Source: an optimization exercise on an open RTL-to-GDS flow (aim: small area, a short achievable clock period and few clock cycles per item). Production flows keep margins and buffers that such runs may drop. In this exercise RTL edits were held to simulation tests only and were not proved equivalent to the original.

==> run M <==
==> flow/design.v (excerpt) <==
module limiter (
    input  wire        clk,
    input  wire        rst,
    input  wire [5:0]  la,         
    input  wire        in_valid,
    output wire        in_ready,
    input  wire [31:0] x,          
    input  wire [30:0] thr,        
    input  wire [30:0] k,          
    output wire        out_valid,
    input  wire        out_ready,
    output wire [31:0] y,          
    output wire [28:0] gr          
);
    localparam [28:0] ONE = 29'h1000_0000;       
    localparam [27:0] CUTS = (28'd1 << 5) | (28'd1 << 10) | (28'd1 << 15) | (28'd1 << 20) | (28'd1 << 25);
    function integer stage_start;
        input integer r;
        integer j;
        begin
            stage_start = 0;
            for (j = 1; j < r; j = j + 1)
                if (CUTS[j]) stage_start = j;
        end
    endfunction
    reg  [5:0]  la_r;
    reg  [29:0] mrec_r;          
    reg  [2:0]  lsh_r;           
    reg  [29:0] mrec;
    reg  [2:0]  lsh;
    always @(*) begin
        case (la)
        6'd0:  begin mrec = 30'd536870912;  lsh = 3'd0; end
        6'd1:  begin mrec = 30'd536870912;  lsh = 3'd1; end
        6'd2:  begin mrec = 30'd715827883;  lsh = 3'd2; end
        6'd3:  begin mrec = 30'd536870912;  lsh = 3'd2; end
        6'd4:  begin mrec = 30'd858993460;  lsh = 3'd3; end
  ...
==> flow/config.mk <==
export PLATFORM = sky130hd
export DESIGN_NAME = limiter
export DESIGN_NICKNAME = limiter
export VERILOG_FILES = /design/flow/design.v
export SDC_FILE = /design/flow/constraint.sdc
export NUM_CORES = 4
export LEC_CHECK = 0
export CAP_MARGIN = 20
export CORE_MARGIN = 2
export CORE_UTILIZATION = 40
export SLEW_MARGIN = 20
==> flow/constraint.sdc <==
create_clock -name core_clock -period 13.0 [get_ports {clk}]
set_input_delay 2.6000 -clock core_clock [delete_from_list [all_inputs] [get_ports {clk}]]
set_output_delay 2.6000 -clock core_clock [all_outputs]
set_load 0.01 [all_outputs]
run.sh (not shown) runs the stock make flow with config.mk's settings and CLKGATE_MAP_FILE= SYNTH_SCRIPT=/design/flow/synth_recipe.tcl, a recipe that flattens the netlist after the stock synthesis.
==> run K: changes against run M <==
--- a/flow/design.v
+++ b/flow/design.v
@@ -68,97 +68,116 @@
     always @(posedge clk) begin
         la_r   <= la;
         mrec_r <= mrec;
         lsh_r  <= lsh;
     end
     wire pipe_adv;               
     wire loop_adv;               
     wire [31:0] ax_in = x[31] ? 32'd0 - x : x;
-    reg  [4:0]  nz;
-    integer zi;
-    always @(*) begin
-        nz = 5'd0;
-        for (zi = 0; zi < 32; zi = zi + 1)
-            if (ax_in[zi]) nz = 5'd31 - zi[4:0];
-    end
+    wire [31:0] na0 = ax_in;
+    wire [31:0] nt0 = {1'b0, thr};
+    wire        z16 = ~|na0[31:16];
+    wire [31:0] na1 = z16 ? {na0[15:0], 16'd0} : na0;
+    wire [31:0] nt1 = z16 ? {nt0[15:0], 16'd0} : nt0;
+    wire        z8  = ~|na1[31:24];
+    wire [31:0] na2 = z8  ? {na1[23:0], 8'd0} : na1;
+    wire [31:0] nt2 = z8  ? {nt1[23:0], 8'd0} : nt1;
+    wire        z4  = ~|na2[31:28];
+    wire [31:0] na3 = z4  ? {na2[27:0], 4'd0} : na2;
+    wire [31:0] nt3 = z4  ? {nt2[27:0], 4'd0} : nt2;
+    wire        z2  = ~|na3[31:30];
+    wire [31:0] na4 = z2  ? {na3[29:0], 2'd0} : na3;
+    wire [31:0] nt4 = z2  ? {nt3[29:0], 2'd0} : nt3;
+    wire        z1  = ~na4[31];
+    wire [31:0] na5 = z1  ? {na4[30:0], 1'd0} : na4;
+    wire [31:0] nt5 = z1  ? {nt4[30:0], 1'd0} : nt4;
     reg         i_v, i_big;
     reg  [31:0] i_x, i_an, i_bn;
     reg  [30:0] i_k;
     always @(posedge clk) begin
         if (rst)
             i_v <= 1'b0;
         else if (pipe_adv)
             i_v <= in_valid;
         if (pipe_adv) begin
             i_x   <= x;
             i_k   <= k;
             i_big <= ax_in > {1'b0, thr};
-            i_bn  <= ax_in << nz;
-            i_an  <= {1'b0, thr} << nz;
+            i_bn  <= na5;
+            i_an  <= nt5;
         end
     end
     wire        rv  [0:28];
     wire [31:0] rx  [0:28];
     wire [30:0] rk  [0:28];
     wire        rbg [0:28];
     wire [31:0] rbn [0:28];
     wire [34:0] rs  [0:28];
     wire [34:0] rc  [0:28];
     wire [27:0] rqp [0:28];
     wire [27:0] rqn [0:28];
     wire [28:0] rQ  [0:28];
     wire [28:0] rQM [0:28];
+    wire [27:0] rDP [0:28];
+    wire [27:0] rDN [0:28];
     genvar gi;
     generate
         for (gi = 0; gi < 28; gi = gi + 1) begin : row
             wire        v_i, bg_i;
             wire [31:0] x_i, bn_i;
             wire [30:0] k_i;
             wire [34:0] s_i, c_i;
             wire [27:0] qp_i, qn_i;
             wire [28:0] Q_i, QM_i;
+            wire [27:0] dp_i, dn_i;
             if (gi == 0) begin : first
                 assign v_i = i_v; assign x_i = i_x; assign k_i = i_k; assign bg_i = i_big;
                 assign bn_i = i_bn; assign s_i = {3'b000, i_an}; assign c_i = 35'd0;
                 assign qp_i = 28'd0; assign qn_i = 28'd0;
                 assign Q_i = 29'd0; assign QM_i = 29'h1000_0000;
+                assign dp_i = 28'd0; assign dn_i = 28'd0;
             end else if (CUTS[gi]) begin : cut
-                localparam integer A = stage_start(gi);
-                localparam [28:0] UO = 29'd1 << (28 - A);
-                localparam [28:0] UN = 29'd1 << (28 - gi);
-                wire [28:0] dd   = {1'b0, rqp[gi]} - {1'b0, rqn[gi]};
+                localparam integer A  = stage_start(gi);
+                localparam integer A2 = stage_start(A);
+                localparam [28:0] UO = 29'd1 << (28 - A2);
+                localparam [28:0] UN = 29'd1 << (28 - A);
+                wire [28:0] dd   = {1'b0, rDP[gi]} - {1'b0, rDN[gi]};
                 wire [28:0] dlo  = dd & (UO - 29'd1);
                 wire [28:0] base = dd[28] ? rQM[gi] : rQ[gi];
                 wire [28:0] cq   = base | dlo;
                 wire [28:0] cqm  = (dd == 29'd0) ? (rQM[gi] | (UO - UN)) : (base | (dlo - UN));
-                reg  [28:0] Q_q, QM_q;
+                reg  [28:0] Q_q;
+                reg  [27:0] dp_q, dn_q;
                 reg        v_q, bg_q;
                 reg [31:0] x_q, bn_q;
                 reg [30:0] k_q;
                 reg [34:0] s_q, c_q;
                 always @(posedge clk) begin
                     if (rst)
                         v_q <= 1'b0;
                     else if (pipe_adv)
                         v_q <= rv[gi];
                     if (pipe_adv) begin
                         x_q <= rx[gi]; k_q <= rk[gi]; bg_q <= rbg[gi]; bn_q <= rbn[gi];
-                        s_q <= rs[gi]; c_q <= rc[gi]; Q_q <= cq; QM_q <= cqm;
+                        s_q <= rs[gi]; c_q <= rc[gi]; Q_q <= cq;
+                        dp_q <= rqp[gi]; dn_q <= rqn[gi];
                     end
                 end
                 assign v_i = v_q; assign x_i = x_q; assign k_i = k_q; assign bg_i = bg_q;
                 assign bn_i = bn_q; assign s_i = s_q; assign c_i = c_q;
                 assign qp_i = 28'd0; assign qn_i = 28'd0;
-                assign Q_i = Q_q; assign QM_i = QM_q;
+                assign Q_i = Q_q; assign QM_i = Q_q - UN;
+                assign dp_i = dp_q; assign dn_i = dn_q;
             end else begin : pass
                 assign v_i = rv[gi]; assign x_i = rx[gi]; assign k_i = rk[gi]; assign bg_i = rbg[gi];
                 assign bn_i = rbn[gi]; assign s_i = rs[gi]; assign c_i = rc[gi];
                 assign qp_i = rqp[gi]; assign qn_i = rqn[gi];
                 assign Q_i = rQ[gi]; assign QM_i = rQM[gi];
+                assign dp_i = rDP[gi]; assign dn_i = rDN[gi];
             end
             wire [34:0] s2  = {s_i[33:0], 1'b0};
             wire [34:0] c2  = {c_i[33:0], 1'b0};
             wire        qpos, qneg;
             if (gi == 0 || CUTS[gi]) begin : direct
                 wire [3:0] est = s2[34:31] + c2[34:31];
                 assign qpos = ~est[3];
                 assign qneg = est[3] & ~(&est[2:0]);
@@ -190,27 +209,36 @@
             assign rbg[gi+1] = bg_i;
             assign rbn[gi+1] = bn_i;
             assign rs[gi+1]  = s2 ^ c2 ^ op;
             assign rc[gi+1]  = {cy[33:0], qpos};
             assign rqp[gi+1] = qp_i | ({27'd0, qpos} << (27 - gi));
             assign rqn[gi+1] = qn_i | ({27'd0, qneg} << (27 - gi));
             assign rQ[gi+1]  = Q_i;
             assign rQM[gi+1] = QM_i;
+            assign rDP[gi+1] = dp_i;
+            assign rDN[gi+1] = dn_i;
         end
     endgenerate
-    localparam integer AE = stage_start(28);
-    localparam [28:0] UOE = 29'd1 << (28 - AE);
+    localparam integer AE  = stage_start(28);
+    localparam integer AE2 = stage_start(AE);
+    localparam [28:0] UOE2 = 29'd1 << (28 - AE2);
+    localparam [28:0] UOE  = 29'd1 << (28 - AE);
+    wire [28:0] ed   = {1'b0, rDP[28]} - {1'b0, rDN[28]};
+    wire [28:0] elo  = ed & (UOE2 - 29'd1);
+    wire [28:0] ebas = ed[28] ? rQM[28] : rQ[28];
+    wire [28:0] eq   = ebas | elo;
+    wire [28:0] eqm  = (ed == 29'd0) ? (rQM[28] | (UOE2 - UOE)) : (ebas | (elo - UOE));
     wire [34:0] wfin = rs[28] + rc[28];
     wire        wneg = wfin[34];
     wire [28:0] fd   = {1'b0, rqp[28]} - {1'b0, rqn[28]};
     wire [28:0] flo  = fd & (UOE - 29'd1);
-    wire [28:0] fbas = fd[28] ? rQM[28] : rQ[28];
+    wire [28:0] fbas = fd[28] ? eqm : eq;
     wire [28:0] fq   = fbas | flo;
-    wire [28:0] fqm  = (fd == 29'd0) ? (rQM[28] | (UOE - 29'd1)) : (fbas | (flo - 29'd1));
+    wire [28:0] fqm  = (fd == 29'd0) ? (eqm | (UOE - 29'd1)) : (fbas | (flo - 29'd1));
     wire [28:0] gn_d = rbg[28] ? {1'b0, (wneg ? fqm[27:0] : fq[27:0])} : ONE;
     reg         p_v, p_bg;
     reg  [31:0] p_x;
     reg  [30:0] p_k;
     reg  [31:0] p_kp;            
     reg  [28:0] p_gn;
     always @(posedge clk) begin
         if (rst)
@@ -244,20 +272,26 @@
     assign in_ready = pipe_adv & ~rst;
     wire [28:0] dnum  = g - p_gn + {23'd0, la_r};
     wire [29:0] qsh   = qp >> lsh_r;
     wire [28:0] qv    = qsh[28:0];
     wire [60:0] rel;
     lim_mul_rel u_rel (.a(qa ? dnum_r : g), .b(qa ? {2'b00, mrec_r} : p_kp),
                        .c(qa ? 59'd0 : {p_k, 28'd0}), .p(rel));
     wire [28:0] g_rel = rel[59:31];
-    wire [28:0] s1 = (qdone && qv > s) ? qv : s;
-    wire [28:0] t1 = (qdone && p_gn < t) ? p_gn : t;
-    wire [29:0] gs = {1'b0, g} - {1'b0, s1};
-    wire        hit = gs[29] || (gs[28:0] <= t1);
+    wire        use_q = qdone && (qv > s);
+    wire [28:0] s1  = use_q ? qv : s;
+    wire [28:0] t1  = (qdone && p_gn < t) ? p_gn : t;
+    wire [29:0] gms = {1'b0, g} - {1'b0, s};
+    wire [29:0] gmq = {1'b0, g} - {1'b0, qv};
+    wire        hs  = gms[29] || ((gms[28:0] <= t) && (!qdone || gms[28:0] <= p_gn));
+    wire        hq  = gmq[29] || ((gmq[28:0] <= t) && (gmq[28:0] <= p_gn));
+    wire        hit = hs || (qdone && hq);
+    wire [29:0] gs  = use_q ? gmq : gms;
+    wire        s1nz = qdone || (s != 29'd0);      
     wire [5:0]  h1 = p_bg ? la_r + 6'd1 : h;
     wire [31:0] x_cur = p_x;
     wire [4:0]  segsel = (la_r[5]) ? 5'b11111 : la_r[4:0];
     wire        seg_e  = la_r[5];
     reg  [31:0] l0 [0:0];
     reg  [31:0] l1 [0:1];
     reg  [31:0] l2 [0:3];
     reg  [31:0] l3 [0:7];
@@ -308,17 +342,17 @@
             end
             if (qa) begin
                 qa    <= 1'b0;
                 qp    <= rel[58:29];
                 qdone <= 1'b1;
             end
             if (loop_adv) begin
                 qdone <= 1'b0;
-                if (s1 != 29'd0) begin
+                if (s1nz) begin
                     h <= h1;
                     if (hit) begin
                         g <= t1;
                         s <= 29'd0;
                         t <= ONE;
                     end else begin
                         g <= gs[28:0];
                         s <= s1;
- CTS_BUF_LIST: not set -> sky130_fd_sc_hd__clkbuf_2 sky130_fd_sc_hd__clkbuf_4
- SETUP_SLACK_MARGIN: not set -> 4.0
==> results.rst <==
.. list-table::
   :header-rows: 1

   * - Metric
     - Value
   * - Run status
     - complete, no violations
   * - Total half-perimeter wirelength after legalization and detailed placement
     - 368,000 um
   * - Number of detailed-routing iterations run before antenna repair
     - 8
   * - Critical-path cell with the highest stage delay
     - sky130_fd_sc_hd__fa_2
   * - EDFF count, synth
     - 2,336
   * - Amount of wire on met3 after detailed routing
     - 36,500 um
   * - Floorplan die width
     - 689 um
   * - Post-Route M1 WL
     - 222,000 um
   * - Placeable Area
     - 467,000 um2
(the above is from run K)
==> results.rst <==
.. list-table::
   :header-rows: 1

   * - Metric
     - Value
   * - Root buffer selected by CTS
     - sky130_fd_sc_hd__clkbuf_16
   * - Critical-path cell with the highest stage delay
     - sky130_fd_sc_hd__or2_2
   * - Post-synthesis mux area share
     - 0.0353
   * - EDFF count, synth
     - 2,393
   * - Number of flip-flops in the largest register
     - 512
   * - Top post-synthesis cells by area
     - sky130_fd_sc_hd__edfxtp_1 (38%), sky130_fd_sc_hd__fa_1 (19%), sky130_fd_sc_hd__ha_1 (7.5%)
   * - Number of detailed-routing iterations run before antenna repair
     - 6
   * - Floorplan die width
     - 690 um
   * - Amount of wire on met3 after detailed routing
     - 37,600 um
   * - Run status
     - complete, no violations
   * - Placeable Area
     - 470,000 um2
   * - Post-route minimum period
     - 11.73 ns
   * - Startpoint kind of the worst setup timing path
     - flop
   * - Ys flop type
     - sky130_fd_sc_hd__edfxtp_1
(the above is from run M)
Testbench counts of run M, summed over its fixed seeds: cycles 12,836, items 12,000.
Testbench counts of run K, summed over its fixed seeds: cycles 12,836, items 12,000.

static timing again, ports no longer ideal:
The flow's constraints put no driver on any port. The routed layouts listed below were extracted and timed again, unchanged, in two steps.
Step 1 assumes that a clkbuf_16 drives the clock port and a buf_2 every other input.
Step 2, shift: input delay + t, output delay - t, t = (earliest + latest rising clock arrival at the registers) / 2. This alone moves slack from input paths to output paths.
Three values: no drivers, after step 1, after step 2; two values: the first two.
run	shift t [ns]	slack for setup (ns)	worst setup path after step 2
run M	0.996	1.268 / 1.268 / 1.268	register to register
run K	1.602	4.234 / 4.234 / 3.521	input to register
After both steps setup and hold are still met in every run listed. The setup slack of run K, which loses most, moves by 0.000 ns with the drivers and by -0.713 ns with both steps.
